This design comes from an exercise in tuning for small area, a short achievable clock period and few clock cycles per item on the open sky130 flow, not from production work. At most, simulation tests tie the RTL to the original design; equivalence was not proved. Power figures rest on the tool's default switching activity, not on a simulated workload.

run D:
==> flow/design.v <==
module str_rebuild (
  input         clk,
  input         rst,
  input         in_valid,
  output        in_ready,
  input  [31:0] in_data,
  input  [31:0] in_mask,
  output        out_valid,
  input         out_ready,
  output [1:0]  out_n,
  output [4:0]  out_role_a,
  output [31:0] out_data_a,
  output [4:0]  out_role_b,
  output [31:0] out_data_b
);
  function [7:0] gf_mul(input [7:0] a, input [7:0] b);
    integer i;
    reg [7:0] p, t;
    begin
      p = 8'h00;
      t = a;
      for (i = 0; i < 8; i = i + 1) begin
        if (b[i]) p = p ^ t;
        t = {t[6:0], 1'b0} ^ (t[7] ? 8'h1D : 8'h00);
      end
      gf_mul = p;
    end
  endfunction
  function [7:0] gf_div2(input [7:0] a);
    gf_div2 = {1'b0, a[7:1]} ^ (a[0] ? 8'h8E : 8'h00);
  endfunction
  function [7:0] ainv(input [4:0] k);
    reg [31:0] t0, t1, t2, t3, t4, t5, t6, t7;
    begin
      t0 = 32'h09FE178D;
      t1 = 32'h84FF0BC6;
      t2 = 32'h4B81926E;
      t3 = 32'h2C3EDEBA;
      t4 = 32'h9FE178D0;
      t5 = 32'h4FF0BC68;
      t6 = 32'h27F85E34;
      t7 = 32'h13FC2F1A;
      ainv = {t7[k], t6[k], t5[k], t4[k], t3[k], t2[k], t1[k], t0[k]};
    end
  endfunction
  function [7:0] wtab(input [4:0] k);
    reg [31:0] t0, t1, t2, t3, t4, t5, t6, t7;
    begin
      t0 = 32'h1FD6E992;
      t1 = 32'h5F9D8454;
      t2 = 32'h524738EE;
      t3 = 32'hBE228668;
      t4 = 32'hD4D20CDA;
      t5 = 32'h0C7D2F36;
      t6 = 32'hD0BB6CF2;
      t7 = 32'h3EF2F72E;
      wtab = {t7[k], t6[k], t5[k], t4[k], t3[k], t2[k], t1[k], t0[k]};
    end
  endfunction
  reg        rdy_r;
  reg [4:0]  role;
  reg [31:2] mask_r;
  reg        e0;           
  reg        er_r;
  reg [1:0]  ecnt;
  reg [4:0]  px, py;
  reg [31:0] ps, h;
  reg  first, last;        
  wire accept = in_valid && rdy_r;
  wire drop0  = (role == 5'd1) && e0;
  wire [4:0] role_n = accept ? role + 5'd1 : role;
  wire [31:0] mm = {mask_r, 2'b00};
  always @(posedge clk) begin
    if (first) begin
      mask_r <= in_mask[31:2];
      e0     <= in_mask[0];
      er_r   <= in_mask[1];
    end else if (accept) begin
      er_r   <= mm[role + 5'd1];
    end
  end
  reg [1:0] ecnt_t;
  reg [4:0] px_t, py_t;
  always @(*) begin
    ecnt_t = ecnt;
    px_t   = px;
    py_t   = py;
    if (er_r) begin
      if (ecnt == 2'd0) px_t = role;
      if (ecnt == 2'd1) py_t = role;
      if (ecnt != 2'd3) ecnt_t = ecnt + 2'd1;
    end
  end
  always @(posedge clk) begin
    if (accept) begin
      if (first) begin
        ecnt <= {1'b0, in_mask[0]};
        px   <= 5'd0;
        py   <= 5'd0;
      end else begin
        ecnt <= ecnt_t;
        px   <= px_t;
        py   <= py_t;
      end
    end
  end
  wire        clr    = accept && (first || drop0);
  wire        keep = accept && (first || !er_r);
  wire [31:0] dg   = in_data & {32{keep}};
  wire [31:0] hm = h & {32{!(first || drop0)}};
  integer b;
  always @(posedge clk) begin
    ps <= (ps & {32{!clr}}) ^ dg;
    if (accept && role < 5'd30)
      for (b = 0; b < 4; b = b + 1)
        h[8*b +: 8] <= gf_div2(hm[8*b +: 8]) ^ dg[8*b +: 8];
  end
  reg [31:0] qs;
  always @(*)
    for (b = 0; b < 4; b = b + 1)
      qs[8*b +: 8] = gf_mul(h[8*b +: 8], 8'h30) ^ (er_r ? 8'h00 : in_data[8*b +: 8]);
  reg        busy, ov;
  reg [2:0]  sub;          
  reg [1:0]  lane;
  reg [1:0]  on_r;
  reg [4:0]  ora, orb;
  reg [31:0] ra, rb;
  reg [7:0]  mo_r;
  wire lden = last && rdy_r;
  wire load = accept && last;
  wire two   = (on_r == 2'd2);
  wire c_pq  = two && (ora == 5'd30);
  wire c_xq  = two && (orb == 5'd31) && !c_pq;
  wire c_xp  = two && (orb == 5'd30);
  wire c_xy  = two && (orb < 5'd30);
  wire c_q   = (on_r == 2'd1) && (ora == 5'd31);
  wire c_one = (on_r == 2'd1) && !c_q;
  wire [2:0] sub_n = (sub == 3'd6 || sub == 3'd5) ? 3'd0 : sub + 3'd1;
  wire       sel_k2 = (sub == 3'd1);
  wire       sel_k3 = (sub == 3'd3);
  wire [4:0] tidx   = sel_k2 ? ~ora : (c_xy ? orb : ora);
  wire [7:0] tinv   = ainv(tidx);
  reg  [7:0] coef_n, coef;
  always @(*) begin
    if (sel_k3)
      coef_n = c_xq ? 8'hC0 : 8'h01;
    else if (sel_k2)
      coef_n = c_xy ? wtab(orb - ora) : (c_xq ? tinv : 8'h01);
    else
      coef_n = (c_xy || c_xp || c_xq) ? tinv : 8'h01;
  end
  wire [7:0] a0    = ra[7:0];
  wire [7:0] b0    = rb[7:0];
  wire       s1    = c_xy || c_xq;
  wire       sva   = c_xy || c_xp || c_q;    
  wire       svb   = c_xy || c_xp;           
  wire       mvb   = c_xq;                   
  wire       keepa = two || c_one;           
  wire       keepb = two;                    
  wire [7:0] va    = sva ? mo_r : (a0 & {8{keepa}});
  wire [7:0] vb    = svb ? (a0 ^ mo_r) : (mvb ? mo_r : (b0 & {8{keepb}}));
  wire [1:0] ecnt_l = ecnt_t;
  wire       many   = (ecnt_l == 2'd3);
  always @(posedge clk) begin
    mo_r <= gf_mul(b0, coef);
    coef <= coef_n;
  end
  always @(posedge clk) begin
    if (lden) begin
      ra   <= ps;
      rb   <= qs;
      on_r <= ecnt_l;
      ora  <= many ? 5'd0 : px_t;
      orb  <= many ? 5'd0 : py_t;
    end else if (busy) begin
      if (sub == 3'd5) begin
        ra <= {va, ra[31:8]};
        rb <= {vb, rb[31:8]};
      end else if (sub == 3'd1 || sub == 3'd3) begin
        rb[7:0] <= mo_r ^ (a0 & {8{s1 && !sub[1]}});
      end
    end
  end
  wire done   = busy && (lane == 2'd3) && (sub == 3'd5);
  wire ov_n   = done || (ov && !out_ready);
  wire busy_n = load || (busy && !done);
  always @(posedge clk) begin
    if (rst) begin
      role  <= 5'd0;
      first <= 1'b1;
      last  <= 1'b0;
      busy  <= 1'b0;
      ov    <= 1'b0;
      rdy_r <= 1'b1;
    end else begin
      role  <= role_n;
      first <= (role_n == 5'd0);
      last  <= (role_n == 5'd31);
      busy  <= busy_n;
      ov    <= ov_n;
      rdy_r <= !((role_n == 5'd31) && (busy_n || ov_n));
    end
    if (load) begin
      sub  <= 3'd6;
      lane <= 2'd0;
    end else if (busy) begin
      sub  <= sub_n;
      if (sub == 3'd5) lane <= lane + 2'd1;
    end
  end
  assign in_ready   = rdy_r;
  assign out_valid  = ov;
  assign out_n      = on_r;
  assign out_role_a = ora;
  assign out_data_a = ra;
  assign out_role_b = orb;
  assign out_data_b = rb;
endmodule
clock: 8.0 ns
lec_check: 0
abc_area: 1
cap_margin: 20
core_margin: 2
core_utilization: 50
cts_cluster_diameter: 60
cts_cluster_size: 30
place_density: 0.65
setup_slack_margin: 5
slew_margin: 20
standard.sh (not shown) runs the stock make flow with config.mk's settings and CLKGATE_MAP_FILE= SYNTH_SCRIPT=/design/flow/synth_recipe.tcl, a recipe that flattens the netlist after the stock synthesis.
==> flow/flow/run.sh <==
#!/bin/bash
# Standard ORFS layout (the standard.sh) with three changes: the port
# buffers are buf_2 cells instead of the smallest buffer-like cell, the clock
# tree is built without sink clustering (two clkbuf_16 levels), and
# repair_timing aims at a 5.25 ns setup margin (a 2.75 ns period).
set -euo pipefail
export BUFFER_PORTS_ARGS="-buffer_cell sky130_fd_sc_hd__buf_2"
export CTS_ARGS="-repair_clock_nets"
bash standard.sh SETUP_SLACK_MARGIN=5.25 finish > standard.log 2>&1
Run D finished every stage and its layout cleared the timing, DRC and antenna checks.
Changes in run A relative to run D:
-- flow/design.v --
<<< run D, line 137
  wire c_one = (on_r == 2'd1) && !c_q;
  wire [2:0] sub_n = (sub == 3'd6 || sub == 3'd5) ? 3'd0 : sub + 3'd1;
  wire       sel_k2 = (sub == 3'd1);
  wire       sel_k3 = (sub == 3'd3);
  wire [4:0] tidx   = sel_k2 ? ~ora : (c_xy ? orb : ora);
  wire [7:0] tinv   = ainv(tidx);
  reg  [7:0] coef_n, coef;
  always @(*) begin
    if (sel_k3)
      coef_n = c_xq ? 8'hC0 : 8'h01;
    else if (sel_k2)
      coef_n = c_xy ? wtab(orb - ora) : (c_xq ? tinv : 8'h01);
    else
      coef_n = (c_xy || c_xp || c_xq) ? tinv : 8'h01;
  end
  wire [7:0] a0    = ra[7:0];
>>> run A, line 137
  wire c_one = (on_r == 2'd1) && !c_q;
  wire [2:0] sub_n = (sub == 3'd6 || sub == 3'd5) ? 3'd0 : sub + 3'd1;
  wire [4:0] tidx = (sub_n == 3'd0) ? (c_xy ? orb : ora) : ~ora;
  wire [7:0] tinv = ainv(tidx);
  reg  [7:0] coef_n, coef;
  always @(*) begin
    case (sub_n)
      3'd0:    coef_n = (c_xy || c_xp || c_xq) ? tinv : 8'h01;
      3'd2:    coef_n = c_xy ? wtab(orb - ora) : (c_xq ? tinv : 8'h01);
      default: coef_n = c_xq ? 8'hC0 : 8'h01;
    endcase
  end
  wire [7:0] a0    = ra[7:0];
==> results.txt <==
- Clock-buffer cell count delta for run A relative to run D: 1 lower
- In the reports for run D and run A, the larger proportion of power drawn by the clock network belongs to run D.
- Combinational power went up by more than 10% going from run D to run A.
- When the final numbers for run D and run A were put side by side, the number of vias per cell after detailed routing turned out to be smaller in run D.
- A launch point of the critical path of rb[27] is what run A shows, while rb[9] belongs to run D.
- Run A ended with less final area than run D.
- Diff run D -> run A: largest net degree at the start of global routing decreased about 2.2%, initial core utilization lost 0.41 points, final period demand of the worst path now larger.
Testbench counts of run A, summed over its fixed seeds: cycles 61,648, columns 1,920.
For run D, only the layout was checked, not whether the RTL still works.

-- what the ideal ports hide --
How much do the figures lean on ideal ports? The routed layouts below were timed once more, with nothing changed but the port constraints.
Step 1 (the two cells are an assumption about what drives the block):
set clk [get_ports {clk}]
set_driving_cell -lib_cell sky130_fd_sc_hd__clkbuf_16 $clk
set_driving_cell -lib_cell sky130_fd_sc_hd__buf_2 [delete_from_list [all_inputs] $clk]
Step 2 also shifts input and output timing later by t, the mid clock arrival at the registers, as if the neighbouring blocks saw the same clock.
Three values: ideal ports, drivers, drivers and shift; two values: the first two.
run | shift t [ns] | setup slack, ns | worst setup path after step 2 | clock arrival spread, ns | worst register clock-pin slew, ns
run D | 0.486 | 5.275 / 5.225 / 5.049 | input to register | 0.019 / 0.019 | 0.09 / 0.09
run A | 0.489 | 5.271 / 5.220 / 4.951 | input to register | 0.017 / 0.018 | 0.09 / 0.09
After both steps setup and hold are still met in every run listed. For run A, which loses most, drivers alone change the setup slack by -0.051 ns; drivers and shift together by -0.320 ns.
